This design comes from an exercise in tuning for small area, a short achievable clock period and few clock cycles per item on the open sky130 flow, not from production work.
Function was not checked in any run shown here: the RTL went through the layout flow alone.

File: flow/config.mk
export PLATFORM = sky130hd
export DESIGN_NAME = aes_cell
export DESIGN_NICKNAME = aes_cell
export VERILOG_FILES = /design/flow/design.v
export SDC_FILE = /design/flow/constraint.sdc
export NUM_CORES = 8
export LEC_CHECK = 0
export CAP_MARGIN = 20
export CORE_MARGIN = 2
export CORE_UTILIZATION = 25
export PLACE_DENSITY = 0.35
export SLEW_MARGIN = 20
File: flow/constraint.sdc
create_clock -name core_clock -period 12.0 [get_ports {clk}]
set_input_delay 2.4000 -clock core_clock [delete_from_list [all_inputs] [get_ports {clk}]]
set_output_delay 2.4000 -clock core_clock [all_outputs]
set_load 0.01 [all_outputs]
File: flow/design.v
module aes_sbox (
    input  wire [7:0] a,
    output wire [7:0] y
);
    wire U0, U1, U2, U3, U4, U5, U6, U7;
    wire T1, T2, T3, T4, T5, T6, T7, T8, T9, T10, T11, T12, T13, T14, T15, T16, T17, T18, T19, T20, T21, T22, T23, T24, T25, T26, T27, M1, M2, M3, M4, M5, M6, M7, M8, M9, M10, M11, M12, M13, M14, M15, M16, M17, M18, M19, M20, M21, M22, M23, M24, M25, M26, M27, M28, M29, M30, M31, M32, M33, M34, M35, M36, M37, M38, M39, M40, M41, M42, M43, M44, M45, M46, M47, M48, M49, M50, M51, M52, M53, M54, M55, M56, M57, M58, M59, M60, M61, M62, M63, L0, L1, L2, L3, L4, L5, L6, L7, L8, L9, L10, L11, L12, L13, L14, L15, L16, L17, L18, L19, L20, L21, L22, L23, L24, L25, L26, L27, L28, L29, S0, S1, S2, S3, S4, S5, S6, S7;
    assign T1 = U0 ^ U3;
    assign T2 = U0 ^ U5;
    assign T3 = U0 ^ U6;
    assign T4 = U3 ^ U5;
    assign T5 = U4 ^ U6;
    assign T6 = T1 ^ T5;
    assign T7 = U1 ^ U2;
    assign T8 = U7 ^ T6;
    assign T9 = U7 ^ T7;
    assign T10 = T6 ^ T7;
    assign T11 = U1 ^ U5;
    assign T12 = U2 ^ U5;
    assign T13 = T3 ^ T4;
    assign T14 = T6 ^ T11;
    assign T15 = T5 ^ T11;
    assign T16 = T5 ^ T12;
    assign T17 = T9 ^ T16;
    assign T18 = U3 ^ U7;
    assign T19 = T7 ^ T18;
    assign T20 = T1 ^ T19;
    assign T21 = U6 ^ U7;
    assign T22 = T7 ^ T21;
    assign T23 = T2 ^ T22;
    assign T24 = T2 ^ T10;
    assign T25 = T20 ^ T17;
    assign T26 = T3 ^ T16;
    assign T27 = T1 ^ T12;
    assign M1 = T13 & T6;
    assign M2 = T23 & T8;
    assign M3 = T14 ^ M1;
    assign M4 = T19 & U7;
    assign M5 = M4 ^ M1;
    assign M6 = T3 & T16;
    assign M7 = T22 & T9;
    assign M8 = T26 ^ M6;
    assign M9 = T20 & T17;
    assign M10 = M9 ^ M6;
    assign M11 = T1 & T15;
    assign M12 = T4 & T27;
    assign M13 = M12 ^ M11;
    assign M14 = T2 & T10;
    assign M15 = M14 ^ M11;
    assign M16 = M3 ^ M2;
    assign M17 = M5 ^ T24;
    assign M18 = M8 ^ M7;
    assign M19 = M10 ^ M15;
    assign M20 = M16 ^ M13;
    assign M21 = M17 ^ M15;
    assign M22 = M18 ^ M13;
    assign M23 = M19 ^ T25;
    assign M24 = M22 ^ M23;
    assign M25 = M22 & M20;
    assign M26 = M21 ^ M25;
    assign M27 = M20 ^ M21;
    assign M28 = M23 ^ M25;
    assign M29 = M28 & M27;
    assign M30 = M26 & M24;
    assign M31 = M20 & M23;
    assign M32 = M27 & M31;
    assign M33 = M27 ^ M25;
    assign M34 = M21 & M22;
    assign M35 = M24 & M34;
    assign M36 = M24 ^ M25;
    assign M37 = M21 ^ M29;
    assign M38 = M32 ^ M33;
    assign M39 = M23 ^ M30;
    assign M40 = M35 ^ M36;
    assign M41 = M38 ^ M40;
    assign M42 = M37 ^ M39;
    assign M43 = M37 ^ M38;
    assign M44 = M39 ^ M40;
    assign M45 = M42 ^ M41;
    assign M46 = M44 & T6;
    assign M47 = M40 & T8;
    assign M48 = M39 & U7;
    assign M49 = M43 & T16;
    assign M50 = M38 & T9;
    assign M51 = M37 & T17;
    assign M52 = M42 & T15;
    assign M53 = M45 & T27;
    assign M54 = M41 & T10;
    assign M55 = M44 & T13;
    assign M56 = M40 & T23;
    assign M57 = M39 & T19;
    assign M58 = M43 & T3;
    assign M59 = M38 & T22;
    assign M60 = M37 & T20;
    assign M61 = M42 & T1;
    assign M62 = M45 & T4;
    assign M63 = M41 & T2;
    assign L0 = M61 ^ M62;
    assign L1 = M50 ^ M56;
    assign L2 = M46 ^ M48;
    assign L3 = M47 ^ M55;
    assign L4 = M54 ^ M58;
    assign L5 = M49 ^ M61;
    assign L6 = M62 ^ L5;
    assign L7 = M46 ^ L3;
    assign L8 = M51 ^ M59;
    assign L9 = M52 ^ M53;
    assign L10 = M53 ^ L4;
    assign L11 = M60 ^ L2;
    assign L12 = M48 ^ M51;
    assign L13 = M50 ^ L0;
    assign L14 = M52 ^ M61;
    assign L15 = M55 ^ L1;
    assign L16 = M56 ^ L0;
    assign L17 = M57 ^ L1;
    assign L18 = M58 ^ L8;
    assign L19 = M63 ^ L4;
    assign L20 = L0 ^ L1;
    assign L21 = L1 ^ L7;
    assign L22 = L3 ^ L12;
    assign L23 = L18 ^ L2;
    assign L24 = L15 ^ L9;
    assign L25 = L6 ^ L10;
    assign L26 = L7 ^ L9;
    assign L27 = L8 ^ L10;
    assign L28 = L11 ^ L14;
    assign L29 = L11 ^ L17;
    assign S0 = L6 ^ L24;
    assign S1 = ~(L16 ^ L26);
    assign S2 = ~(L19 ^ L28);
    assign S3 = L6 ^ L21;
    assign S4 = L20 ^ L22;
    assign S5 = L25 ^ L29;
    assign S6 = ~(L13 ^ L27);
    assign S7 = ~(L6 ^ L23);
    assign {U0, U1, U2, U3, U4, U5, U6, U7} = a;
    assign y = {S0, S1, S2, S3, S4, S5, S6, S7};
endmodule
module aes_sbox_ed (
    input  wire [7:0] ae,
    input  wire [7:0] ad,
    input  wire       dec,
    output wire [7:0] y
);
    wire U0, U1, U2, U3, U4, U5, U6, U7;
    wire T1, T2, T3, T4, T5, T6, T7, T8, T9, T10, T11, T12, T13, T14, T15, T16, T17, T18, T19, T20, T21, T22, T23, T24, T25, T26, T27, M1, M2, M3, M4, M5, M6, M7, M8, M9, M10, M11, M12, M13, M14, M15, M16, M17, M18, M19, M20, M21, M22, M23, M24, M25, M26, M27, M28, M29, M30, M31, M32, M33, M34, M35, M36, M37, M38, M39, M40, M41, M42, M43, M44, M45, M46, M47, M48, M49, M50, M51, M52, M53, M54, M55, M56, M57, M58, M59, M60, M61, M62, M63, L0, L1, L2, L3, L4, L5, L6, L7, L8, L9, L10, L11, L12, L13, L14, L15, L16, L17, L18, L19, L20, L21, L22, L23, L24, L25, L26, L27, L28, L29, S0, S1, S2, S3, S4, S5, S6, S7;
    assign T1 = U0 ^ U3;
    assign T2 = U0 ^ U5;
    assign T3 = U0 ^ U6;
    assign T4 = U3 ^ U5;
    assign T5 = U4 ^ U6;
    assign T6 = T1 ^ T5;
    assign T7 = U1 ^ U2;
    assign T8 = U7 ^ T6;
    assign T9 = U7 ^ T7;
    assign T10 = T6 ^ T7;
    assign T11 = U1 ^ U5;
    assign T12 = U2 ^ U5;
    assign T13 = T3 ^ T4;
    assign T14 = T6 ^ T11;
    assign T15 = T5 ^ T11;
    assign T16 = T5 ^ T12;
    assign T17 = T9 ^ T16;
    assign T18 = U3 ^ U7;
    assign T19 = T7 ^ T18;
    assign T20 = T1 ^ T19;
    assign T21 = U6 ^ U7;
    assign T22 = T7 ^ T21;
    assign T23 = T2 ^ T22;
    assign T24 = T2 ^ T10;
    assign T25 = T20 ^ T17;
    assign T26 = T3 ^ T16;
    assign T27 = T1 ^ T12;
    assign M1 = T13 & T6;
    assign M2 = T23 & T8;
    assign M3 = T14 ^ M1;
    assign M4 = T19 & U7;
    assign M5 = M4 ^ M1;
    assign M6 = T3 & T16;
    assign M7 = T22 & T9;
    assign M8 = T26 ^ M6;
    assign M9 = T20 & T17;
    assign M10 = M9 ^ M6;
    assign M11 = T1 & T15;
    assign M12 = T4 & T27;
    assign M13 = M12 ^ M11;
    assign M14 = T2 & T10;
    assign M15 = M14 ^ M11;
    assign M16 = M3 ^ M2;
    assign M17 = M5 ^ T24;
    assign M18 = M8 ^ M7;
    assign M19 = M10 ^ M15;
    assign M20 = M16 ^ M13;
    assign M21 = M17 ^ M15;
    assign M22 = M18 ^ M13;
    assign M23 = M19 ^ T25;
    assign M24 = M22 ^ M23;
    assign M25 = M22 & M20;
    assign M26 = M21 ^ M25;
    assign M27 = M20 ^ M21;
    assign M28 = M23 ^ M25;
    assign M29 = M28 & M27;
    assign M30 = M26 & M24;
    assign M31 = M20 & M23;
    assign M32 = M27 & M31;
    assign M33 = M27 ^ M25;
    assign M34 = M21 & M22;
    assign M35 = M24 & M34;
    assign M36 = M24 ^ M25;
    assign M37 = M21 ^ M29;
    assign M38 = M32 ^ M33;
    assign M39 = M23 ^ M30;
    assign M40 = M35 ^ M36;
    assign M41 = M38 ^ M40;
    assign M42 = M37 ^ M39;
    assign M43 = M37 ^ M38;
    assign M44 = M39 ^ M40;
    assign M45 = M42 ^ M41;
    assign M46 = M44 & T6;
    assign M47 = M40 & T8;
    assign M48 = M39 & U7;
    assign M49 = M43 & T16;
    assign M50 = M38 & T9;
    assign M51 = M37 & T17;
    assign M52 = M42 & T15;
    assign M53 = M45 & T27;
    assign M54 = M41 & T10;
    assign M55 = M44 & T13;
    assign M56 = M40 & T23;
    assign M57 = M39 & T19;
    assign M58 = M43 & T3;
    assign M59 = M38 & T22;
    assign M60 = M37 & T20;
    assign M61 = M42 & T1;
    assign M62 = M45 & T4;
    assign M63 = M41 & T2;
    assign L0 = M61 ^ M62;
    assign L1 = M50 ^ M56;
    assign L2 = M46 ^ M48;
    assign L3 = M47 ^ M55;
    assign L4 = M54 ^ M58;
    assign L5 = M49 ^ M61;
    assign L6 = M62 ^ L5;
    assign L7 = M46 ^ L3;
    assign L8 = M51 ^ M59;
    assign L9 = M52 ^ M53;
    assign L10 = M53 ^ L4;
    assign L11 = M60 ^ L2;
    assign L12 = M48 ^ M51;
    assign L13 = M50 ^ L0;
    assign L14 = M52 ^ M61;
    assign L15 = M55 ^ L1;
    assign L16 = M56 ^ L0;
    assign L17 = M57 ^ L1;
    assign L18 = M58 ^ L8;
    assign L19 = M63 ^ L4;
    assign L20 = L0 ^ L1;
    assign L21 = L1 ^ L7;
    assign L22 = L3 ^ L12;
    assign L23 = L18 ^ L2;
    assign L24 = L15 ^ L9;
    assign L25 = L6 ^ L10;
    assign L26 = L7 ^ L9;
    assign L27 = L8 ^ L10;
    assign L28 = L11 ^ L14;
    assign L29 = L11 ^ L17;
    assign S0 = L6 ^ L24;
    assign S1 = ~(L16 ^ L26);
    assign S2 = ~(L19 ^ L28);
    assign S3 = L6 ^ L21;
    assign S4 = L20 ^ L22;
    assign S5 = L25 ^ L29;
    assign S6 = ~(L13 ^ L27);
    assign S7 = ~(L6 ^ L23);
    wire [7:0] ui;   
    assign ui[7] = ad[6] ^ ad[4] ^ ad[1];
    assign ui[6] = ad[5] ^ ad[3] ^ ad[0];
    assign ui[5] = ad[7] ^ ad[4] ^ ad[2];
    assign ui[4] = ad[6] ^ ad[3] ^ ad[1];
    assign ui[3] = ad[5] ^ ad[2] ^ ad[0];
    assign ui[2] = ~(ad[7] ^ ad[4] ^ ad[1]);
    assign ui[1] = ad[6] ^ ad[3] ^ ad[0];
    assign ui[0] = ~(ad[7] ^ ad[5] ^ ad[2]);
    assign {U0, U1, U2, U3, U4, U5, U6, U7} = dec ? ui : ae;
    wire [7:0] yd;   
    assign yd[7] = M49 ^ M51 ^ M52 ^ M54 ^ M58 ^ M59 ^ M61 ^ M62;
    assign yd[6] = M47 ^ M48 ^ M49 ^ M50 ^ M52 ^ M54 ^ M55 ^ M56 ^ M59 ^ M60 ^ M61 ^ M63;
    assign yd[5] = M47 ^ M48 ^ M49 ^ M50 ^ M52 ^ M54 ^ M56 ^ M57 ^ M58 ^ M60 ^ M61 ^ M62;
    assign yd[4] = M46 ^ M48 ^ M52 ^ M54 ^ M58 ^ M59 ^ M61 ^ M62;
    assign yd[3] = M46 ^ M48 ^ M50 ^ M51 ^ M52 ^ M53 ^ M56 ^ M57 ^ M58 ^ M59 ^ M61 ^ M63;
    assign yd[2] = M46 ^ M47 ^ M50 ^ M51 ^ M52 ^ M54 ^ M58 ^ M59 ^ M61 ^ M62;
    assign yd[1] = M49 ^ M50 ^ M52 ^ M53 ^ M58 ^ M59 ^ M61 ^ M62;
    assign yd[0] = M55 ^ M57 ^ M61 ^ M63;
    assign y = dec ? yd : {S0, S1, S2, S3, S4, S5, S6, S7};
endmodule
module aes_cell (
    input  wire         clk,
    input  wire         rst,           
    input  wire         in_valid,
    output wire         in_ready,
    input  wire         in_decrypt,    
    input  wire         in_key256,     
    input  wire [255:0] in_key,
    input  wire [127:0] in_block,
    output reg          out_valid,
    output wire [127:0] out_block
);
    reg          busy;
    reg          pre;           
    reg          dec_r;
    reg          k256_r;
    reg          par;           
    reg  [3:0]   cnt;
    reg  [7:0]   rc;
    reg  [127:0] st;
    reg  [255:0] kw;            
    assign in_ready  = !busy;
    assign out_block = st;
    wire accept = in_valid && !busy;
    function [7:0] xt;
        input [7:0] a;
        xt = {a[6:0], 1'b0} ^ (a[7] ? 8'h1b : 8'h00);
    endfunction
    function [7:0] xtinv;       
        input [7:0] a;
        xtinv = a[0] ? ({1'b1, a[7:1]} ^ 8'h0d) : {1'b0, a[7:1]};
    endfunction
    function [31:0] mixcol;
        input [31:0] c;
        reg [7:0] a0, a1, a2, a3, t;
        begin
            {a0, a1, a2, a3} = c;
            t = a0 ^ a1 ^ a2 ^ a3;
            mixcol = {a0 ^ t ^ xt(a0 ^ a1),
                      a1 ^ t ^ xt(a1 ^ a2),
                      a2 ^ t ^ xt(a2 ^ a3),
                      a3 ^ t ^ xt(a3 ^ a0)};
        end
    endfunction
    function [31:0] invmixcol;
        input [31:0] c;
        reg [7:0] a0, a1, a2, a3, u, v;
        begin
            {a0, a1, a2, a3} = c;
            u = xt(xt(a0 ^ a2));
            v = xt(xt(a1 ^ a3));
            invmixcol = mixcol({a0 ^ u, a1 ^ v, a2 ^ u, a3 ^ v});
        end
    endfunction
    wire last = (cnt == (k256_r ? 4'd14 : 4'd10));
    wire [127:0] sb;            
    genvar g;
    generate
        for (g = 0; g < 16; g = g + 1) begin : g_sbox
            localparam integer R  = g % 4;
            localparam integer C  = g / 4;
            localparam integer JE = R + 4 * ((C + R) % 4);
            localparam integer JD = R + 4 * ((C + 4 - R) % 4);
            aes_sbox_ed u_sb (
                .ae (st[127 - 8 * JE -: 8]),
                .ad (st[127 - 8 * JD -: 8]),
                .dec(dec_r),
                .y  (sb[127 - 8 * g -: 8])
            );
        end
    endgenerate
    wire [31:0] h0 = kw[255:224], h1 = kw[223:192], h2 = kw[191:160], h3 = kw[159:128];
    wire [31:0] l0 = kw[127:96],  l1 = kw[95:64],   l2 = kw[63:32],   l3 = kw[31:0];
    wire        kinv  = dec_r && !pre;
    wire        rot   = !k256_r || par;
    wire [7:0]  rci   = xtinv(rc);
    wire [7:0]  rcu   = kinv ? rci : rc;
    wire [31:0] ks_in = kinv ? (k256_r ? h3 : (h3 ^ h2)) : l3;
    wire [31:0] ks_sub;
    generate
        for (g = 0; g < 4; g = g + 1) begin : g_ksbox
            aes_sbox u_ksb (.a(ks_in[31 - 8 * g -: 8]), .y(ks_sub[31 - 8 * g -: 8]));
        end
    endgenerate
    wire [31:0] ks_t = rot ? {ks_sub[23:16] ^ rcu, ks_sub[15:0], ks_sub[31:24]} : ks_sub;
    wire [31:0] o0 = k256_r ? h0 : l0;
    wire [31:0] o1 = k256_r ? h1 : l1;
    wire [31:0] o2 = k256_r ? h2 : l2;
    wire [31:0] o3 = k256_r ? h3 : l3;
    wire [31:0] m0 = o0 ^ ks_t;
    wire [31:0] m1 = o1 ^ m0;
    wire [31:0] m2 = o2 ^ m1;
    wire [31:0] m3 = o3 ^ m2;
    wire [127:0] kf = {m0, m1, m2, m3};
    wire [31:0] p0 = k256_r ? l0 : h0;
    wire [31:0] p1 = k256_r ? l1 : h1;
    wire [31:0] p2 = k256_r ? l2 : h2;
    wire [31:0] p3 = k256_r ? l3 : h3;
    wire [127:0] kb = {p0 ^ ks_t, p1 ^ p0, p2 ^ p1, p3 ^ p2};
    wire [127:0] rk_e = k256_r ? kw[127:0] : kf;
    wire [127:0] mc;
    wire [127:0] dk = sb ^ kw[255:128];
    wire [127:0] imc;
    generate
        for (g = 0; g < 4; g = g + 1) begin : g_mix
            assign mc[127 - 32 * g -: 32]  = mixcol(sb[127 - 32 * g -: 32]);
            assign imc[127 - 32 * g -: 32] = invmixcol(dk[127 - 32 * g -: 32]);
        end
    endgenerate
    wire [127:0] enc_next = (last ? sb : mc) ^ rk_e;
    wire [127:0] dec_next = last ? dk : imc;
    wire lastpre = (cnt == (k256_r ? 4'd13 : 4'd10));
    always @(posedge clk) begin
        if (accept) begin
            st     <= in_block ^ (in_decrypt ? 128'h0 : in_key[255:128]);
            kw     <= {in_key[255:128], in_key256 ? in_key[127:0] : in_key[255:128]};
            dec_r  <= in_decrypt;
            k256_r <= in_key256;
            pre    <= in_decrypt;
            par    <= 1'b1;
            cnt    <= 4'd1;
            rc     <= 8'h01;
        end else if (busy) begin
            cnt <= cnt + 4'd1;
            if (k256_r) par <= !par;
            if (pre) begin
                kw <= {kw[127:0], kf};
                if (rot && !(lastpre && !k256_r)) rc <= xt(rc);
                if (lastpre) begin
                    st  <= st ^ kf;
                    pre <= 1'b0;
                    cnt <= 4'd1;
                    par <= 1'b1;
                end
            end else if (dec_r) begin
                kw <= {kb, kw[255:128]};
                if (rot) rc <= rci;
                st <= dec_next;
            end else begin
                kw <= {kw[127:0], kf};
                if (rot) rc <= xt(rc);
                st <= enc_next;
            end
        end
    end
    always @(posedge clk) begin
        if (rst) begin
            busy      <= 1'b0;
            out_valid <= 1'b0;
        end else begin
            out_valid <= busy && !pre && last;
            if (accept)
                busy <= 1'b1;
            else if (busy && !pre && last)
                busy <= 1'b0;
        end
    end
endmodule
File: flow/run.sh
#!/bin/bash
# synth_recipe.tcl (not shown) runs the flow's synth.tcl, then flattens the netlist and writes it again
# the make line also repeats each setting of config.mk as NAME=value (left out here)
make -C /OpenROAD-flow-scripts/flow DESIGN_CONFIG=/design/flow/config.mk WORK_HOME=/design/flow/orfs CLKGATE_MAP_FILE= SYNTH_SCRIPT=/design/flow/synth_recipe.tcl finish
==> metrics.csv, run 1 <==
metric;value;unit
grt_pass1_wl;964;mm
slew_violations;0;
crit_required;12.54;ns
die_x;680;um
dr.pass1.iters;6;
async_flop_share;0;%
start_kind;flip-flop;
ys.flop_type;edfxtp_1;
overflow;0;
start_util;25.1;%
antenna_left;0;
avgRoutedWirePerCell;35.3;um
final.setup.tns;0;ns
place_congestion;1.00;
yosysUniqueCellTypes;153;
max_freq;90.2;MHz
drive_above_1_share;11.4;%
hold_viol;0;
num_vias;115000;
grt_pass1_vias;108000;
clock_path_buffers;3;
fin_crit_sh;92.4;%
cts_hold_buffers;0;
final_nets;14700;
ys_top_cells_by_area;xnor2_1, edfxtp_1, xor2_1, xnor3_1, mux2i_1;
grt_max_degree;120;
fin_skew;0.0749;ns
cts.repair.resized;0;
outcome;timing/DRC/antenna clean;
fp-row-count;248;
seq_area_frac_synth;10.4;%
min_path_type;reg -> reg;
final_util;28.6;%
syn_avg_cell_area;8.13;um2
drtIter0Drc;14500;
synth_xor_area_share;39.2;%
maxCapViolations;0;
yosysWarnings;1;
drt_wl_total;718;mm
synth_top_area_share;18.8;%
yosysTopAreaCell;xnor2_1;
syn_area;0.114;mm2
clk_pin_slew;0.06;ns
synth-seq-cells;402;
worstMarginPinSlew;1.34;ns
synthAdderAreaFrac;0.603;%
dieArea;0.462;mm2
synth_nets;14500;
post-cts-setup-buffers;0;
cts_buffers;59;
cts_tree;yes;
dpl.hpwl;582;mm
grtUsageTotal;29.7;%
coreArea;0.456;mm2
worstPathArrival;11.62;ns
end_kind;flip-flop;
synth-compound-area-share;22.9;%
die_h;680;um
syn_inst;14100;
ios;519;
synth_top_family_by_area;XOR/XNOR gates;
yosys.area_share.simple;14.9;%
rsz0062_at_grt;false;
io_buffers;518;
clock-root-buffer;clkbuf_16;
finalCriticalPeriod;11.08;ns
muxShareOfSynthArea;7.16;%
vias_per_cell;5.67;
drc;0;
rr_worst_depth;27;
antenna_found_initial;45;
holdPathStages;2;
htree_levels;2;
slew_headroom;10.1;%
criticalPathCategory;reg -> reg;
worstSkewPairLatency;0.81;ns
clock-sinks;402;
cp_max_fo;40;
synthToLayoutAreaGrowth;14.2;%
synth-edff-count;387;
setup_viol;0;
-- registers in the layout, indices dropped and copies added (netlist names) --
name and flops:
busy 1, dec_r 1, pre 1, out_valid 1, rc 8, kw 256, par 1, k256_r 1
cnt 4, st 128
-- final timing paths --
check                           startpoint  endpoint  slack, ns
worst max-delay path                 dec_r   st[115]       0.92
worst min register to register       rc[5]     rc[5]       0.53
worst max register to register       dec_r   st[115]       0.92
worst min-delay path                 rc[5]     rc[5]       0.53
-- cell usage in the layout, fill, tap and decap left out, types with 138 or more instances in the layout --
cell / count
o211ai_1: 178
a211oi_1: 204
nand3_1: 437
xor3_1: 145
a21oi_1: 876
o21ai_0: 899
mux2i_1: 517
buf_4: 781
o22ai_1: 215
nor3_1: 239
xor2_1: 964
xnor2_1: 2420
clkdlybuf4s50_1: 516
nor2b_1: 173
o221ai_1: 196
nand2_1: 1079
xnor3_1: 311
edfxtp_1: 387
xnor2_2: 138
a31oi_1: 161
nor2_1: 1032
-- cells in the mapped netlist, types with 91 or more instances --
cell	count
o22ai_1	215
a211oi_1	206
o211ai_1	178
nor2b_1	174
mux2_2	95
o21ai_0	901
mux2i_1	525
a21oi_1	877
xnor2_2	112
nand2_1	1086
nand3_1	438
xnor2_1	2448
a221oi_1	91
nor2_1	1045
clkbuf_1	632
o221ai_1	197
buf_2	242
nand2b_1	125
xor2_1	973
nor3_1	240
buf_1	153
edfxtp_1	387
xor3_1	145
xnor3_1	311
a31oi_1	162
-- metrics by stage --
stage / cell area [um2] / std cells / hold WS, ns / setup slack, ns
2_1_floorplan: 114000 / 14100 / 0.471 / 1.40
3_3_place_gp: 128000 / 20200 / 0.510 / 1.11
3_5_place_dp: 128000 / 20200 / 0.520 / 1.16
4_1_cts: 130000 / 20300 / 0.532 / 1.11
5_1_grt: 131000 / 20300 / 0.563 / 0.517
6_report: 131000 / 20400 / 0.531 / 0.915
-- per-layer routing --
metal	vias to the layer above	routed length [um]	GRT usage, %
li1	51300	-	-
met1	57900	316000	40.8
met2	5379	303000	44.3
met3	887	49300	3.95
met4	16	49900	16.8
met5	-	108	0
-- cell type report --
type | instances | area [um2]
Fill cell | 49100 | 325000
Multi-Input combinational cell | 12400 | 97300
Sequential cell | 402 | 11900
Timing Repair Buffer | 1316 | 11400
Tap cell | 6000 | 7510
Clock buffer | 75 | 1600
Clock inverter | 36 | 430
Inverter | 82 | 335
Antenna cell | 7 | 17.5
-- worst max-delay path, stage by stage, from the launching register on --
cell and delay [ns]:
edfxtp_1 0.58, buf_4 0.54, mux2i_1 0.24, xnor2_2 0.75, xnor3_1 0.76, xor2_1 0.41, inv_1 0.27, ha_1 0.39
or3_1 0.42, a211oi_1 0.44, o211ai_1 0.26, nand2_1 0.66, buf_4 0.31, a21oi_1 0.08, o311ai_0 0.46, a221oi_2 0.08
xnor3_1 0.38, xor2_1 0.32, xnor3_1 0.52, mux2i_4 0.25, xnor3_2 0.47, xnor3_1 0.51, xnor2_2 0.37, xor2_1 0.33
xnor2_1 0.13, xor2_1 0.19, o221a_2 0.28, a21oi_1 0.38
-- logic make-up (layout without fill, tap and decap cells) --
| logic type | count (synthesis) | after routing |
|---|---|---|
| compound gates | 3891 | 3891 |
| mux | 725 | 725 |
| fa+ha+maj | 58 | 58 |
| flops | 402 | 402 |
| xor+xnor | 4111 | 4111 |
| other cells | 0 | 7 |
| buf+inv | 1219 | 1509 |
| simple gates | 3649 | 3649 |
==> run 2, diff against run 1 <==
--- a/flow/config.mk
+++ b/flow/config.mk
@@ -9,4 +9,5 @@
 export CORE_MARGIN = 2
 export CORE_UTILIZATION = 25
 export PLACE_DENSITY = 0.35
+export SETUP_SLACK_MARGIN = 5
 export SLEW_MARGIN = 20
==> run 2 against run 1 <==
Now fails the layout checks on capacitance limit, slew limit. Synthesized cell count unchanged. Count of clock-buffer cells in the layout rose by 3. Register-to-register slack gained 3.2 ns. Fmax up 40%.
==> metrics.csv, run 2 <==
metric;value;unit
place_congestion;0.984;
crit_required;12.57;ns
slew_violations;4;
cts_buffers;58;
pre_cts_ws;1.68;ns
fin_crit_sh;66.1;%
yosys.area_share.simple;14.9;%
antenna_found_initial;59;
async_flop_share;0;%
coreArea;0.456;mm2
ys_top_cells_by_area;xnor2_1, edfxtp_1, xor2_1, xnor3_1, mux2i_1;
seq_area_frac_synth;10.4;%
worstMarginPinSlew;1.53;ns
drtIter0Drc;15600;
dr.pass1.iters;9;
yosysWarnings;1;
syn_inst;14100;
fin_skew;0.0930;ns
so_faults;capacitance limit, slew limit;
final_util;39.1;%
outcome;failed layout checks;
avgRoutedWirePerCell;34.4;um
place_area;0.133;mm2
die_x;680;um
drc;0;
start_kind;flip-flop;
end_kind;flip-flop;
io_buffers;518;
criticalPathCategory;reg -> reg;
cts_hold_buffers;0;
synth_most_common_cell;xnor2_1;
fin_ws;4.07;ns
vias_per_cell;5.68;
min_path_type;reg -> reg;
yosysTopAreaCell;xnor2_1;
max_stage_delay;0.51;ns
cp_max_fo;20;
path_common_cell;buf_4;
cts_tree;yes;
num_vias;129000;
die_h;680;um
rsz0062_at_grt;true;
ios;519;
clock_path_buffers;3;
layout_commonest_cell;buf_4;
overflow;0;
synthAdderAreaFrac;0.603;%
stdcell_area;0.178;mm2
dpl.hpwl;584;mm
setup_viol;0;
synth_xor_area_share;39.2;%
clk_pin_slew;0.07;ns
synth_top_family_by_area;XOR/XNOR gates;
syn_area;0.114;mm2
synth_top_area_share;18.8;%
hold_viol;0;
yosysUniqueCellTypes;153;
synth-edff-count;387;
final_cell_mix;buf_4, xnor2_1, nand2_1, nor2_1, o21ai_0;
ys.flop_type;edfxtp_1;
grt_pass1_wl;1040;mm
largest-register;kw;
worstPathArrival;8.49;ns
max_freq;126;MHz
top_regs;kw x256, st x128, rc x8;
drt_wl_total;778;mm
antenna_left;0;
maxCapViolations;1;
htree_levels;2;
muxShareOfSynthArea;7.16;%
largest_reg_flops;256;
syn_avg_cell_area;8.13;um2
clock-sinks;402;
finalCriticalPeriod;7.93;ns
synth-compound-area-share;22.9;%
slowest_stage;xnor3_1;
worstSkewPairLatency;0.81;ns
start_util;25.1;%
clock-root-buffer;clkbuf_16;
grt_pass1_vias;118000;
final.setup.tns;0;ns
synth_nets;14500;
synth-seq-cells;402;
final_nets;17000;
grtUsageTotal;31.9;%
synthToLayoutAreaGrowth;55.8;%
fp-row-count;248;
grt_max_degree;105;
yosys-top-cells-count;xnor2_1, nand2_1, nor2_1;
drive_above_1_share;37.3;%
slew_headroom;-2.79;%
dieArea;0.462;mm2
## run 2: cell counts after synthesis
Identical to the previous run, type by type.
## run 2: final timing paths
path         slack [ns]      end  cells after the start   from
min reg2reg        0.50      par                      2    par
min                0.50      par                      2    par
max reg2reg        4.07  st[121]                     34  dec_r
max                4.07  st[121]                     34  dec_r
## run 2: worst max-delay path: cells and delay by family, from the launching register on
kind	cells	cell delay [ns]
muxes	1	0.25
and+or+nand+nor	5	1.00
adders and majority gates	1	0.27
AOI/OAI and AO/OA	5	0.74
DFF	1	0.43
buffers and inverters	10	1.80
xor gates and xnor gates	12	3.22
## run 2: cell type report
class	instances	area, um2
Antenna cell	16	40.0
Clock buffer	78	1590
Clock inverter	31	337
Fill cell	45700	278000
Inverter	82	372
Multi-Input combinational cell	12500	121000
Sequential cell	402	11900
Tap cell	6000	7510
Timing Repair Buffer	3567	34800
Timing Repair inverter	2	32.5
## run 2: routing by layer
metal,share of wire [%],global-route usage [%]
met5,0.012,0
met1,42,43.8
met4,7.2,18.1
met2,42,47.4
met3,8.2,4.81
## run 2: cells by family (layout without fill, tap and decap cells)
group / count (synthesis) / in the layout
flops: 402 / 402
xor+xnor: 4111 / 4122
buf+inv: 1219 / 3760
mux: 725 / 725
simple gates: 3649 / 3656
fa+ha+maj: 58 / 58
compound gates: 3891 / 3891
other cells: 0 / 16
## run 2: repair_timing
action                                  in CTS  in global routing
buffers inserted                          1684                636
pin swaps                                  865                773
gates cloned                                55                 11
endpoints found under the setup margin     288                214
resized for setup                         2282               1212
## run 2: stage by stage
| stage | instances | hold WS [ns] |
|---|---|---|
| floorplan | 14100 | 0.471 |
| global placement | 20100 | 0.498 |
| detailed placement | 20100 | 0.493 |
| CTS | 22000 | 0.504 |
| global route | 22600 | 0.536 |
| finish | 22600 | 0.500 |
==> run 3, diff against run 2 <==
--- a/flow/config.mk
+++ b/flow/config.mk
@@ -5,9 +5,9 @@
 export SDC_FILE = /design/flow/constraint.sdc
 export NUM_CORES = 8
 export LEC_CHECK = 0
+export ABC_AREA = 1
 export CAP_MARGIN = 20
 export CORE_MARGIN = 2
 export CORE_UTILIZATION = 25
 export PLACE_DENSITY = 0.35
-export SETUP_SLACK_MARGIN = 5
 export SLEW_MARGIN = 20
==> run 3 against run 2 <==
The run now finishes clean. Synthesized area is 6.6% lower. Flip-flop and latch count stayed put. Setup slack worse by 1.7 ns. Critical endpoint is now st[40].
==> metrics.csv, run 3 <==
metric;value;unit
clock-sinks;402;
yosys-top-cells-count;nand2_1, nand3_1, inv_1;
worstPathArrival;10.12;ns
grtUsageTotal;32.1;%
synthToLayoutAreaGrowth;12.8;%
avgRoutedWirePerCell;27.3;um
overflow;0;
outcome;timing/DRC/antenna clean;
synth-compound-area-share;11.4;%
worstSkewPairLatency;0.73;ns
syn_avg_cell_area;5.17;um2
synth_top_family_by_area;simple AND/OR/NAND/NOR gates;
dpl.hpwl;614;mm
hold_viol;0;
fin_crit_sh;80.6;%
setup_viol;0;
synth_most_common_cell;nand2_1;
final_cell_mix;nand2_1, nand3_1, inv_1, o21ai_0, xor2_1;
fillCellCount;49100;
seq_area_frac_synth;11.2;%
ios;519;
start_kind;flip-flop;
ys.flop_type;edfxtp_1;
synth_xor_area_share;12.6;%
dr.pass1.iters;8;
place_congestion;1.03;
cts_tree;yes;
largest-register;kw;
largest_reg_flops;256;
slew_headroom;10.4;%
synthAdderAreaFrac;0.504;%
slew_violations;0;
maxCapViolations;0;
clk_pin_slew;0.06;ns
place_area;0.118;mm2
stdcell_area;0.120;mm2
slowest_stage;o211ai_1;
grt_pass1_vias;121000;
syn_area;0.107;mm2
clock-root-buffer;clkbuf_16;
synth-seq-cells;402;
multiInputGateArea;0.0848;mm2
max_stage_delay;0.67;ns
min_path_type;reg -> reg;
path_common_cell;nand2_1;
drtIter0Drc;15500;
finalCriticalPeriod;9.67;ns
path_buf_inv;5;
dieArea;0.432;mm2
yosys.area_share.simple;54.9;%
vias_per_cell;5.15;
top_regs;kw x256, st x128, rc x8;
layout_commonest_cell;nand2_1;
post-cts-setup-buffers;0;
die_h;657;um
crit_family;simple AND/OR/NAND/NOR gates;
r2r_slack;2.33;ns
grt_max_degree;145;
coreArea;0.424;mm2
rsz0062_at_grt;false;
final_util;28.4;%
cts_hold_buffers;0;
cts.repair.resized;0;
yosysTopAreaCell;nand2_1;
yosysUniqueCellTypes;69;
whs;0.484;ns
antenna_found_initial;66;
yosysWarnings;1;
drc;0;
grt_pass1_wl;983;mm
criticalPathCategory;reg -> reg;
syn_inst;20700;
regArea;0.0119;mm2
fp-row-count;239;
async_flop_share;0;%
pre_cts_ws;2.59;ns
synth_top_area_share;34.0;%
worstMarginPinSlew;1.33;ns
drt_wl_total;727;mm
end_kind;flip-flop;
final.setup.tns;0;ns
cts_buffers;66;
crit_required;12.45;ns
muxShareOfSynthArea;0.0188;%
fin_skew;0.0510;ns
antenna_left;0;
htree_levels;3;
ys_top_cells_by_area;nand2_1, nand3_1, edfxtp_1, xor2_1, inv_1;
max_freq;103;MHz
final_nets;21300;
drive_above_1_share;5.47;%
clock_path_buffers;3;
die_x;657;um
num_vias;137000;
cp_max_fo;47;
io_buffers;518;
synth-edff-count;387;
start_util;25.2;%
fin_ws;2.33;ns
synth_nets;21100;
-- run 3: worst reg2reg max path, delay by kind of cell, from the launching register on --
| kind | cells | cell delay (ns) |
|---|---|---|
| xor gates and xnor gates | 3 | 0.87 |
| and+or+nand+nor | 33 | 5.00 |
| AOI/OAI and AO/OA | 2 | 1.21 |
| adders and majority gates | 1 | 0.29 |
| DFF | 1 | 0.45 |
| buffers and inverters | 5 | 1.57 |
-- run 3: kinds of logic after synthesis --
kind of cell,Yosys count
AND/OR/NAND/NOR,14000
buffers and inverters,2567
AO/OA/AOI/OAI,2239
XOR/XNOR,1439
flip-flops,402
adder cells (fa/ha/maj),43
multiplexers,2
-- run 3: final cells by class --
type | instances | share of cell area [%]
Sequential cell | 402 | 9.90
Timing Repair Buffer | 682 | 5.53
Clock inverter | 33 | 0.211
Inverter | 2070 | 6.50
Antenna cell | 31 | 0.0644
Tap cell | 5663 | 5.89
Clock buffer | 81 | 1.44
Multi-Input combinational cell | 17700 | 70.5
-- run 3: final timing paths --
check / start / cells past startpoint / endpoint
hold reg to reg: par / 2 / par
setup / recovery: dec_r / 44 / st[40]
hold / removal: par / 2 / par
setup reg to reg: dec_r / 44 / st[40]
-- run 3: per-stage QoR --
stage / std cells
floorplan: 20700
global placement: 26500
detailed placement: 26500
CTS: 26600
global route: 26600
finish: 26600
-- run 3: per-layer routing --
| layer | up-vias | routed length [um] | GRT usage [%] |
|---|---|---|---|
| li1 | 66400 | - | - |
| met1 | 64700 | 329000 | 44.7 |
| met2 | 5405 | 302000 | 48.2 |
| met3 | 707 | 50000 | 3.79 |
| met4 | 16 | 45400 | 16.9 |
| met5 | - | 112 | 0 |
==> run 4, diff against run 3 <==
--- a/flow/config.mk
+++ b/flow/config.mk
@@ -6,6 +6,7 @@
 export NUM_CORES = 8
 export LEC_CHECK = 0
 export ABC_AREA = 1
+export ABC_CLOCK_PERIOD_IN_PS = 4000
 export CAP_MARGIN = 20
 export CORE_MARGIN = 2
 export CORE_UTILIZATION = 25
==> run 4 against run 3 <==
Still clean. Setup slack unchanged. Critical endpoint unchanged. Worst hold slack unchanged. Register-to-register slack about the same. Flip-flop and latch count unchanged. Global-route usage stayed put. Non-clock buffer count unchanged. Critical path depth unchanged.
==> metrics.csv, run 4 <==
metric;value;unit
start_util;25.2;%
drtIter0Drc;15500;
r2r-end;st[40];
fillCellCount;49100;
setup.worst_path.start;dec_r;
place_area;0.118;mm2
ios;519;
largest_reg_flops;256;
r2r_start;dec_r;
die_x;657;um
regArea;0.0119;mm2
synth-seq-cells;402;
io_buffers;518;
grt_pass1_wl;983;mm
synth_top_area_share;34.0;%
vias_per_cell;5.15;
syn_avg_cell_area;5.17;um2
finalCriticalPeriod;9.67;ns
synth_nets;21100;
min_path_type;reg -> reg;
endpoint;st[40];
yosysUniqueCellTypes;69;
top_regs;kw x256, st x128, rc x8;
cts_buffers;66;
layout_commonest_cell;nand2_1;
worstPathArrival;10.12;ns
synthToLayoutAreaGrowth;12.8;%
criticalPathCategory;reg -> reg;
grt_pass1_vias;121000;
final.setup.tns;0;ns
final-instance-count-excl-fill;26600;
final_nets;21300;
synth_most_common_cell;nand2_1;
end_kind;flip-flop;
worstSkewPairLatency;0.73;ns
final_util;28.4;%
hold_viol;0;
whs;0.484;ns
largest-register;kw;
seq_area_frac_synth;11.2;%
yosysTopAreaCell;nand2_1;
htree_levels;3;
die_h;657;um
fp-row-count;239;
yosys-top-cells-count;nand2_1, nand3_1, inv_1;
max_freq;103;MHz
worstMarginPinSlew;1.33;ns
drive_above_1_share;5.47;%
maxCapViolations;0;
start_kind;flip-flop;
clock_path_buffers;3;
slowest_stage;o211ai_1;
max_stage_delay;0.67;ns
antenna_found_initial;66;
multiInputGateArea;0.0848;mm2
r2r_slack;2.33;ns
ys_top_cells_by_area;nand2_1, nand3_1, edfxtp_1, xor2_1, inv_1;
place_congestion;1.03;
clock-sinks;402;
slew_headroom;10.4;%
post-cts-setup-buffers;0;
path_common_cell;nand2_1;
fin_crit_sh;80.6;%
overflow;0;
cts_tree;yes;
synth-edff-count;387;
dr.pass1.iters;8;
crit_required;12.45;ns
dieArea;0.432;mm2
clk_pin_slew;0.06;ns
yosysWarnings;1;
cp_max_fo;47;
rr_worst_depth;44;
setup_viol;0;
final_cell_mix;nand2_1, nand3_1, inv_1, o21ai_0, xor2_1;
async_flop_share;0;%
syn_inst;20700;
stdcell_area;0.120;mm2
fin_skew;0.0510;ns
ys.flop_type;edfxtp_1;
dpl.hpwl;614;mm
cts_hold_buffers;0;
syn_area;0.107;mm2
cts.repair.resized;0;
antenna_left;0;
grtUsageTotal;32.1;%
outcome;timing/DRC/antenna clean;
drt_wl_total;727;mm
dp.cells;26500;
avgRoutedWirePerCell;27.3;um
rsz0062_at_grt;false;
drc;0;
clock-root-buffer;clkbuf_16;
grt_max_degree;145;
coreArea;0.424;mm2
slew_violations;0;
num_vias;137000;
[run 4: cell counts in the layout (fill, tap and decap cells not counted)]
Identical to the previous run, type by type.
[run 4: cell families (layout without fill, tap and decap cells)]
| family | Yosys count | in the layout | share of synthesized area (%) |
|---|---|---|---|
| mux | 2 | 2 | 0.0188 |
| other cells | 0 | 31 | 0 |
| buf+inv | 2567 | 2866 | 9.40 |
| xor+xnor | 1439 | 1439 | 12.6 |
| fa+ha+maj | 43 | 43 | 0.504 |
| flops | 402 | 402 | 11.2 |
| compound gates | 2239 | 2239 | 11.4 |
| simple gates | 14000 | 14000 | 54.9 |
[run 4: worst min path at each step]
stage / start / end / slack [ns] / cells after the start
2_1_floorplan: par / par / 0.44 / 2
3_3_place_gp: par / par / 0.47 / 2
3_5_place_dp: par / par / 0.47 / 2
4_1_cts: par / par / 0.48 / 2
5_1_grt: par / par / 0.49 / 2
6_report: par / par / 0.48 / 2
[run 4: metrics by stage]
stage | setup WS, ns
floorplan | 1.61
global placement | 2.24
detailed placement | 2.59
CTS | 2.54
global route | 1.80
finish | 2.33
[run 4: final cells by class]
cell class | instances | share of cell area, %
timing repair buffer | 682 | 5.53
sequential | 402 | 9.90
inverter | 2070 | 6.50
multi-input combinational | 17700 | 70.5
clock inverter | 33 | 0.211
tap | 5663 | 5.89
clock buffer | 81 | 1.44
antenna | 31 | 0.0644
[run 4: per-layer routing]
layer  GRT usage, %  vias to the layer above  routed length [um]
met2           48.2                     5405              302000
met5              0                        -                 112
met1           44.7                    64700              329000
met3           3.79                      707               50000
li1               -                    66400                   -
met4           16.9                       16               45400
[run 4: worst max-delay path, delay by kind of cell (launching register included)]
family                   cells  cell delay, ns
adder cells (fa/ha/maj)      1            0.29
AO/OA/AOI/OAI                2            1.20
flip-flops                   1            0.45
AND/OR/NAND/NOR             33            4.93
buffers and inverters        5            1.54
XOR/XNOR                     3            0.86
==> run 5, diff against run 4 <==
--- a/flow/design.v
+++ b/flow/design.v
@@ -136,8 +136,7 @@
     assign y = {S0, S1, S2, S3, S4, S5, S6, S7};
 endmodule
 module aes_sbox_ed (
-    input  wire [7:0] ae,
-    input  wire [7:0] ad,
+    input  wire [7:0] a,
     input  wire       dec,
     output wire [7:0] y
 );
@@ -272,15 +271,15 @@
     assign S6 = ~(L13 ^ L27);
     assign S7 = ~(L6 ^ L23);
     wire [7:0] ui;   
-    assign ui[7] = ad[6] ^ ad[4] ^ ad[1];
-    assign ui[6] = ad[5] ^ ad[3] ^ ad[0];
-    assign ui[5] = ad[7] ^ ad[4] ^ ad[2];
-    assign ui[4] = ad[6] ^ ad[3] ^ ad[1];
-    assign ui[3] = ad[5] ^ ad[2] ^ ad[0];
-    assign ui[2] = ~(ad[7] ^ ad[4] ^ ad[1]);
-    assign ui[1] = ad[6] ^ ad[3] ^ ad[0];
-    assign ui[0] = ~(ad[7] ^ ad[5] ^ ad[2]);
-    assign {U0, U1, U2, U3, U4, U5, U6, U7} = dec ? ui : ae;
+    assign ui[7] = a[6] ^ a[4] ^ a[1];
+    assign ui[6] = a[5] ^ a[3] ^ a[0];
+    assign ui[5] = a[7] ^ a[4] ^ a[2];
+    assign ui[4] = a[6] ^ a[3] ^ a[1];
+    assign ui[3] = a[5] ^ a[2] ^ a[0];
+    assign ui[2] = ~(a[7] ^ a[4] ^ a[1]);
+    assign ui[1] = a[6] ^ a[3] ^ a[0];
+    assign ui[0] = ~(a[7] ^ a[5] ^ a[2]);
+    assign {U0, U1, U2, U3, U4, U5, U6, U7} = dec ? ui : a;
     wire [7:0] yd;   
     assign yd[7] = M49 ^ M51 ^ M52 ^ M54 ^ M58 ^ M59 ^ M61 ^ M62;
     assign yd[6] = M47 ^ M48 ^ M49 ^ M50 ^ M52 ^ M54 ^ M55 ^ M56 ^ M59 ^ M60 ^ M61 ^ M63;
@@ -302,7 +301,7 @@
     input  wire [255:0] in_key,
     input  wire [127:0] in_block,
     output reg          out_valid,
-    output wire [127:0] out_block
+    output reg  [127:0] out_block
 );
     reg          busy;
     reg          pre;           
@@ -311,11 +310,12 @@
     reg          par;           
     reg  [3:0]   cnt;
     reg  [7:0]   rc;
-    reg  [127:0] st;
+    reg  [127:0] st;            
     reg  [255:0] kw;            
-    assign in_ready  = !busy;
-    assign out_block = st;
-    wire accept = in_valid && !busy;
+    wire last    = (cnt == (k256_r ? 4'd14 : 4'd10));
+    wire lastpre = (cnt == (k256_r ? 4'd13 : 4'd10));
+    wire fin     = busy && !pre && last;    
+    assign in_ready = !busy || fin;
     function [7:0] xt;
         input [7:0] a;
         xt = {a[6:0], 1'b0} ^ (a[7] ? 8'h1b : 8'h00);
@@ -346,21 +346,27 @@
             invmixcol = mixcol({a0 ^ u, a1 ^ v, a2 ^ u, a3 ^ v});
         end
     endfunction
-    wire last = (cnt == (k256_r ? 4'd14 : 4'd10));
+    function [127:0] shiftrows;
+        input [127:0] s;
+        integer i;
+        begin
+            for (i = 0; i < 16; i = i + 1)
+                shiftrows[127 - 8 * i -: 8] = s[127 - 8 * ((i % 4) + 4 * (((i / 4) + (i % 4)) % 4)) -: 8];
+        end
+    endfunction
+    function [127:0] invshiftrows;
+        input [127:0] s;
+        integer i;
+        begin
+            for (i = 0; i < 16; i = i + 1)
+                invshiftrows[127 - 8 * i -: 8] = s[127 - 8 * ((i % 4) + 4 * (((i / 4) + 4 - (i % 4)) % 4)) -: 8];
+        end
+    endfunction
     wire [127:0] sb;            
     genvar g;
     generate
         for (g = 0; g < 16; g = g + 1) begin : g_sbox
-            localparam integer R  = g % 4;
-            localparam integer C  = g / 4;
-            localparam integer JE = R + 4 * ((C + R) % 4);
-            localparam integer JD = R + 4 * ((C + 4 - R) % 4);
-            aes_sbox_ed u_sb (
-                .ae (st[127 - 8 * JE -: 8]),
-                .ad (st[127 - 8 * JD -: 8]),
-                .dec(dec_r),
-                .y  (sb[127 - 8 * g -: 8])
-            );
+            aes_sbox_ed u_sb (.a(st[127 - 8 * g -: 8]), .dec(dec_r), .y(sb[127 - 8 * g -: 8]));
         end
     endgenerate
     wire [31:0] h0 = kw[255:224], h1 = kw[223:192], h2 = kw[191:160], h3 = kw[159:128];
@@ -381,11 +387,7 @@
     wire [31:0] o1 = k256_r ? h1 : l1;
     wire [31:0] o2 = k256_r ? h2 : l2;
     wire [31:0] o3 = k256_r ? h3 : l3;
-    wire [31:0] m0 = o0 ^ ks_t;
-    wire [31:0] m1 = o1 ^ m0;
-    wire [31:0] m2 = o2 ^ m1;
-    wire [31:0] m3 = o3 ^ m2;
-    wire [127:0] kf = {m0, m1, m2, m3};
+    wire [127:0] kf = {o0 ^ ks_t, o0 ^ o1 ^ ks_t, o0 ^ o1 ^ o2 ^ ks_t, o0 ^ o1 ^ o2 ^ o3 ^ ks_t};
     wire [31:0] p0 = k256_r ? l0 : h0;
     wire [31:0] p1 = k256_r ? l1 : h1;
     wire [31:0] p2 = k256_r ? l2 : h2;
@@ -401,12 +403,11 @@
             assign imc[127 - 32 * g -: 32] = invmixcol(dk[127 - 32 * g -: 32]);
         end
     endgenerate
-    wire [127:0] enc_next = (last ? sb : mc) ^ rk_e;
-    wire [127:0] dec_next = last ? dk : imc;
-    wire lastpre = (cnt == (k256_r ? 4'd13 : 4'd10));
+    wire [127:0] ek = sb ^ rk_e;
     always @(posedge clk) begin
-        if (accept) begin
-            st     <= in_block ^ (in_decrypt ? 128'h0 : in_key[255:128]);
+        out_block <= dec_r ? dk : ek;
+        if (in_ready) begin
+            st     <= in_decrypt ? in_block : shiftrows(in_block ^ in_key[255:128]);
             kw     <= {in_key[255:128], in_key256 ? in_key[127:0] : in_key[255:128]};
             dec_r  <= in_decrypt;
             k256_r <= in_key256;
@@ -414,14 +415,14 @@
             par    <= 1'b1;
             cnt    <= 4'd1;
             rc     <= 8'h01;
-        end else if (busy) begin
+        end else begin
             cnt <= cnt + 4'd1;
             if (k256_r) par <= !par;
             if (pre) begin
                 kw <= {kw[127:0], kf};
                 if (rot && !(lastpre && !k256_r)) rc <= xt(rc);
                 if (lastpre) begin
-                    st  <= st ^ kf;
+                    st  <= invshiftrows(st ^ kf);
                     pre <= 1'b0;
                     cnt <= 4'd1;
                     par <= 1'b1;
@@ -429,11 +430,11 @@
             end else if (dec_r) begin
                 kw <= {kb, kw[255:128]};
                 if (rot) rc <= rci;
-                st <= dec_next;
+                st <= invshiftrows(imc);
             end else begin
                 kw <= {kw[127:0], kf};
                 if (rot) rc <= xt(rc);
-                st <= enc_next;
+                st <= shiftrows(mc ^ rk_e);
             end
         end
     end
@@ -442,11 +443,8 @@
             busy      <= 1'b0;
             out_valid <= 1'b0;
         end else begin
-            out_valid <= busy && !pre && last;
-            if (accept)
-                busy <= 1'b1;
-            else if (busy && !pre && last)
-                busy <= 1'b0;
+            out_valid <= fin;
+            busy      <= (in_ready && in_valid) || (busy && !fin);
         end
     end
 endmodule
--- a/flow/config.mk
+++ b/flow/config.mk
@@ -6,7 +6,6 @@
 export NUM_CORES = 8
 export LEC_CHECK = 0
 export ABC_AREA = 1
-export ABC_CLOCK_PERIOD_IN_PS = 4000
 export CAP_MARGIN = 20
 export CORE_MARGIN = 2
 export CORE_UTILIZATION = 25
==> run 5 against run 4 <==
Count of clock-buffer cells in the layout increased by 37. Wire length decreased by 0.54%. Largest cell class unchanged. Still clean. Global-route usage decreased by 0.77 points. Die area increased by 2.0%. Fmax decreased by 0.51%.
==> metrics.csv, run 5 <==
metric;value;unit
multiInputGateArea;0.0875;mm2
slowest_stage;nor2_4;
clock_path_buffers;4;
final_cell_mix;nand2_1, nand3_1, inv_1, o21ai_0, xor2_1;
dpl.hpwl;616;mm
max_stage_delay;0.95;ns
rsz0062_at_grt;false;
synth-seq-cells;530;
grt_max_degree;209;
outcome;timing/DRC/antenna clean;
fin_crit_sh;81.0;%
final_nets;21600;
final.setup.tns;0;ns
avgRoutedWirePerCell;26.8;um
seq_area_frac_synth;10.9;%
drive_above_1_share;7.07;%
cp_max_fo;208;
maxCapViolations;0;
fp-row-count;242;
start_kind;flip-flop;
yosysTopAreaCell;nand2_1;
cts_hold_buffers;0;
drt_wl_total;723;mm
dieArea;0.441;mm2
synth_nets;21300;
end_kind;flip-flop;
max_freq;103;MHz
r2r_slack;2.28;ns
die_h;664;um
worstMarginPinSlew;1.30;ns
post-cts-setup-buffers;0;
syn_area;0.109;mm2
ys.flop_type;dfxtp_1;
synth_top_area_share;33.8;%
synth-edff-count;130;
antenna_found_initial;69;
synth_most_common_cell;nand2_1;
slew_violations;0;
syn_inst;20800;
die_x;664;um
hold_viol;0;
criticalPathCategory;reg -> reg;
finalCriticalPeriod;9.72;ns
slew_headroom;12.6;%
num_vias;136000;
setup_viol;0;
grt_pass1_wl;983;mm
place_congestion;0.996;
antenna_left;0;
async_flop_share;0;%
cts_tree;yes;
worstPathArrival;10.39;ns
ios;519;
grtUsageTotal;31.3;%
stdcell_area;0.123;mm2
final_util;28.4;%
yosysUniqueCellTypes;77;
worstSkewPairLatency;0.88;ns
grt_pass1_vias;122000;
crit_required;12.67;ns
cts_buffers;85;
io_buffers;518;
layout_commonest_cell;nand2_1;
htree_levels;3;
largest_reg_flops;256;
clock-sinks;530;
min_path_type;reg -> reg;
yosysWarnings;1;
drtIter0Drc;15200;
path_common_cell;nand2_1;
syn_avg_cell_area;5.22;um2
fin_skew;0.0460;ns
largest-register;kw;
ys_top_cells_by_area;nand2_1, nand3_1, xor2_1, dfxtp_1, inv_1;
fillCellCount;50300;
dr.pass1.iters;6;
cts.repair.resized;0;
top_regs;kw x256, out_block x128, st x128;
regArea;0.0119;mm2
synthToLayoutAreaGrowth;13.3;%
yosys-top-cells-count;nand2_1, nand3_1, inv_1;
drc;0;
place_area;0.120;mm2
coreArea;0.434;mm2
start_util;25.1;%
clock-root-buffer;clkbuf_16;
vias_per_cell;5.05;
clk_pin_slew;0.07;ns
overflow;0;
[run 5: final timing paths]
| path | to | start | cells past startpoint |
|---|---|---|---|
| worst max-delay path | out_block[27] | dec_r | 28 |
| worst min-delay path | cnt[0] | cnt[0] | 1 |
| worst max register to register | out_block[27] | dec_r | 28 |
| worst min register to register | cnt[0] | cnt[0] | 1 |
[run 5: final cells by class]
type | count | area share, %
multi-input combinational | 17900 | 71.0
clock buffer | 118 | 2.01
clock inverter | 35 | 0.356
sequential | 530 | 9.66
timing repair buffer | 661 | 5.21
antenna | 49 | 0.0994
tap | 5734 | 5.82
inverter | 1923 | 5.90
[run 5: worst max-delay path, delay by kind of cell (launching register included)]
family / cells / cell delay [ns]
AND/OR/NAND/NOR: 13 / 3.50
XOR/XNOR: 7 / 2.39
buffers and inverters: 4 / 1.47
AO/OA/AOI/OAI: 3 / 1.13
flip-flops: 1 / 0.59
adder cells (fa/ha/maj): 1 / 0.32
[run 5: layer usage]
metal	vias up	part of all wire [%]	GRT usage, %
met5	-	0.029	0
met1	63900	45	42.6
met3	775	6.3	4.34
li1	66800	-	-
met4	32	6.2	16.2
met2	4754	42	47.9
[run 5: cell families (layout without fill, tap and decap cells)]
logic type | count (synthesis) | in the layout | synth area share (%)
XOR/XNOR | 1581 | 1581 | 13.7
other | 0 | 49 | 0
flip-flops | 530 | 530 | 10.9
multiplexers | 2 | 2 | 0.0207
AO/OA/AOI/OAI | 2071 | 2071 | 10.5
buffers and inverters | 2393 | 2737 | 8.80
adder cells (fa/ha/maj) | 43 | 43 | 0.494
AND/OR/NAND/NOR | 14200 | 14200 | 55.6
[run 5: per-stage QoR]
step | hold WS [ns] | setup slack (ns) | instances
global route | 0.492 | 1.87 | 26900
global placement | 0.439 | 2.30 | 26800
finish | 0.458 | 2.28 | 27000
CTS | 0.462 | 2.32 | 26900
detailed placement | 0.449 | 2.35 | 26800
floorplan | 0.407 | 5.79 | 20800
==> run 6, diff against run 5 <==
==> flow/flow/run.sh (new file) <==
#!/bin/bash
# Own layout flow: the standard ORFS flow, except that synthesis maps the
# combinational logic with the ABC script in flow/abc.script instead of ORFS's.
# Everything else (registers, flattening, renaming, floorplan, placement,
# CTS, routing) is the standard flow.
set -euo pipefail
W=$PWD
cat > "$W/own_synth.tcl" <<EOF2
proc abc {args} {
  set i [lsearch -exact \$args -script]
  if {\$i >= 0} { set args [lreplace \$args [expr {\$i + 1}] [expr {\$i + 1}] $W/flow/abc.script] }
  puts "own_synth: abc with \$args"
  yosys abc {*}\$args
}
source $W/synth_recipe.tcl
EOF2
sed "s#SYNTH_SCRIPT=[^ ]*#SYNTH_SCRIPT=$W/own_synth.tcl#" standard.sh > own_standard.sh
grep -q "own_synth.tcl" own_standard.sh
bash own_standard.sh > "$W/flow_make.log" 2>&1
==> flow/flow/abc.script (new file) <==
strash
dch
map -a
==> flow/standard.sh (new file) <==
#!/bin/bash
# synth_recipe.tcl (not shown) runs the flow's synth.tcl, then flattens the netlist and writes it again
# the make line also repeats each setting of config.mk as NAME=value (left out here)
make -C /OpenROAD-flow-scripts/flow DESIGN_CONFIG=/design/flow/config.mk WORK_HOME=/design/flow/orfs CLKGATE_MAP_FILE= SYNTH_SCRIPT=/design/flow/synth_recipe.tcl "${@:-finish}"
--- a/flow/config.mk
+++ b/flow/config.mk
@@ -5,7 +5,6 @@
 export SDC_FILE = /design/flow/constraint.sdc
 export NUM_CORES = 8
 export LEC_CHECK = 0
-export ABC_AREA = 1
 export CAP_MARGIN = 20
 export CORE_MARGIN = 2
 export CORE_UTILIZATION = 25
removed: flow/run.sh
==> run 6 against run 5 <==
Worst hold slack lost 0.00066 ns. Still clean. Register-to-register slack lost 1.5 ns. Fmax shrank 13%. Clock skew grew 0.029 ns. Synthesized area shrank 29%. Largest cell class unchanged. Via count shrank 38%. Critical path depth grew 12. Critical endpoint is now st[115].
==> metrics.csv, run 6 <==
metric;value;unit
outcome;timing/DRC/antenna clean;
avgRoutedWirePerCell;28.0;um
place_area;0.0910;mm2
seq_area_frac_synth;15.4;%
slowest_stage;o22ai_1;
criticalPathCategory;reg -> reg;
syn_avg_cell_area;6.50;um2
dieArea;0.313;mm2
end_kind;flip-flop;
die_x;560;um
vias_per_cell;4.95;
synth-edff-count;130;
max_stage_delay;0.80;ns
synthToLayoutAreaGrowth;21.5;%
crit_required;12.56;ns
synth_most_common_cell;xor2_1;
drc;0;
fillCellCount;34200;
final_nets;13200;
worstPathArrival;11.77;ns
clock_path_buffers;4;
clk_pin_slew;0.06;ns
slew_headroom;9.83;%
start_kind;flip-flop;
ys.flop_type;dfxtp_1;
start_util;25.1;%
grtUsageTotal;29.1;%
max_freq;89.2;MHz
hold_viol;0;
overflow;0;
antenna_left;0;
yosysTopAreaCell;xor2_1;
clock-root-buffer;clkbuf_16;
clock-sinks;530;
dpl.hpwl;400;mm
largest-register;kw;
rr_worst_depth;40;
cts_tree;yes;
synth_nets;12300;
worstSkewPairLatency;0.85;ns
coreArea;0.308;mm2
slew_violations;0;
cts_hold_buffers;0;
regArea;0.0119;mm2
fin_skew;0.0745;ns
cts_buffers;89;
synth-seq-cells;530;
die_h;560;um
cp_max_fo;32;
ios;519;
worstMarginPinSlew;1.35;ns
r2r_start;dec_r;
finalCriticalPeriod;11.21;ns
setup_viol;0;
drtIter0Drc;8277;
r2r-end;st[115];
async_flop_share;0;%
rsz0062_at_grt;false;
grt_max_degree;147;
r2r_slack;0.79;ns
htree_levels;3;
yosysUniqueCellTypes;43;
holdPathStages;1;
num_vias;84000;
final.setup.tns;0;ns
syn_area;0.0772;mm2
yosys-top-cells-count;xor2_1, nand2_1, clkinv_1;
synth_top_area_share;26.4;%
hold_start;cnt[0];
place_congestion;0.997;
drt_wl_total;475;mm
multiInputGateArea;0.0613;mm2
stdcell_area;0.0939;mm2
yosysWarnings;1;
maxCapViolations;0;
drive_above_1_share;6.10;%
top_regs;kw x256, out_block x128, st x128;
dr.pass1.iters;6;
antenna_found_initial;30;
whs_endpoint;cnt[0];
fp-row-count;204;
syn_inst;11900;
largest_reg_flops;256;
final_cell_mix;xor2_1, nand2_1, clkinv_1, o21ai_0, nor2_1;
ys_top_cells_by_area;xor2_1, xnor2_1, nand2_1, dfxtp_1, o21ai_0;
min_path_type;reg -> reg;
fin_crit_sh;93.4;%
grt_pass1_vias;78600;
grt_pass1_wl;643;mm
io_buffers;518;
run 6: stage by stage:
| stage | setup WS (ns) | std cells | utilization [%] | hold WS, ns |
|---|---|---|---|---|
| finish | 0.792 | 17000 | 30.5 | 0.457 |
| detailed placement | 0.720 | 16800 | 29.6 | 0.437 |
| global placement | 0.715 | 16800 | 29.5 | 0.426 |
| global route | 0.163 | 17000 | 30.5 | 0.478 |
| CTS | 0.693 | 17000 | 30.5 | 0.451 |
| floorplan | -30.78 | 11900 | - | 0.400 |
run 6: critical path: cells and delay by family (launching register included):
kind	cells	cell delay, ns
AOI/OAI and AO/OA	5	2.18
xor gates and xnor gates	13	3.91
adders and majority gates	1	0.29
buffers and inverters	9	1.90
DFF	1	0.56
and+or+nand+nor	12	2.03
run 6: how the worst max path moves through the flow:
stage | start | end | cells past startpoint | slack [ns]
2_1_floorplan | dec_r | st[30] | 44 | -30.78
3_3_place_gp | dec_r | st[17] | 44 | 0.72
3_5_place_dp | dec_r | st[17] | 47 | 0.72
4_1_cts | dec_r | st[108] | 48 | 0.69
5_1_grt | dec_r | st[108] | 45 | 0.16
6_report | dec_r | st[115] | 40 | 0.79
run 6: area by class of cell:
cell class,instances,area share [%]
well taps,4120,5.49
clock inverters,34,0.316
inverters,1355,5.49
clock buffers,126,2.68
flip-flops and latches,530,12.7
multi-input cells,9998,65.3
repair buffers,802,7.99
diodes,3,0.00800
run 6: cell families after synthesis:
family,Yosys count,synth area share [%]
buffers and inverters,1355,6.59
AO/OA/AOI/OAI,2884,20.2
AND/OR/NAND/NOR,3715,19.0
adder cells (fa/ha/maj),43,0.697
multiplexers,27,0.350
XOR/XNOR,3329,37.7
flip-flops,530,15.4
run 6: what timing repair did:
item	CTS	global route
resized for setup	0	3
endpoints found under the setup margin	0	3
setup buffers	0	0
run 6: routing by layer:
metal  vias to the layer above  track usage, %  wire, um
met5                         -               0        28
li1                      40500               -         -
met3                       469            3.33     26700
met1                     40100            40.2    219000
met2                      2983            45.5    206000
met4                         4            11.9     23100

-- what the ideal ports hide --
In the flow no input, the clock included, has a driving cell. The finished layouts below were timed again as built, in two steps. Step 1 sets driving cells, clkbuf_16 on the clock port and buf_2 on the other inputs (assumed; they add their load-dependent delay and slew). Step 2 adds t to the input delays and takes it off the output delays; t is the mean of the earliest and latest rising clock arrival at the registers after step 1. Input paths then give back, and output paths get back, about the clock's delay inside the block. Three values: ideal, step 1, step 2; two values: the first two.
run	shift t [ns]	setup WS [ns]	cell pins on the clock port's net
run 1	0.869	0.915 / 0.915 / 0.915	1
run 2	0.863	4.073 / 4.073 / 4.073	1
run 3	0.816	2.329 / 2.329 / 2.329	1
run 4	0.816	2.329 / 2.329 / 2.329	1
run 5	0.964	2.279 / 2.279 / 2.279	1
run 6	0.912	0.792 / 0.792 / 0.792	1
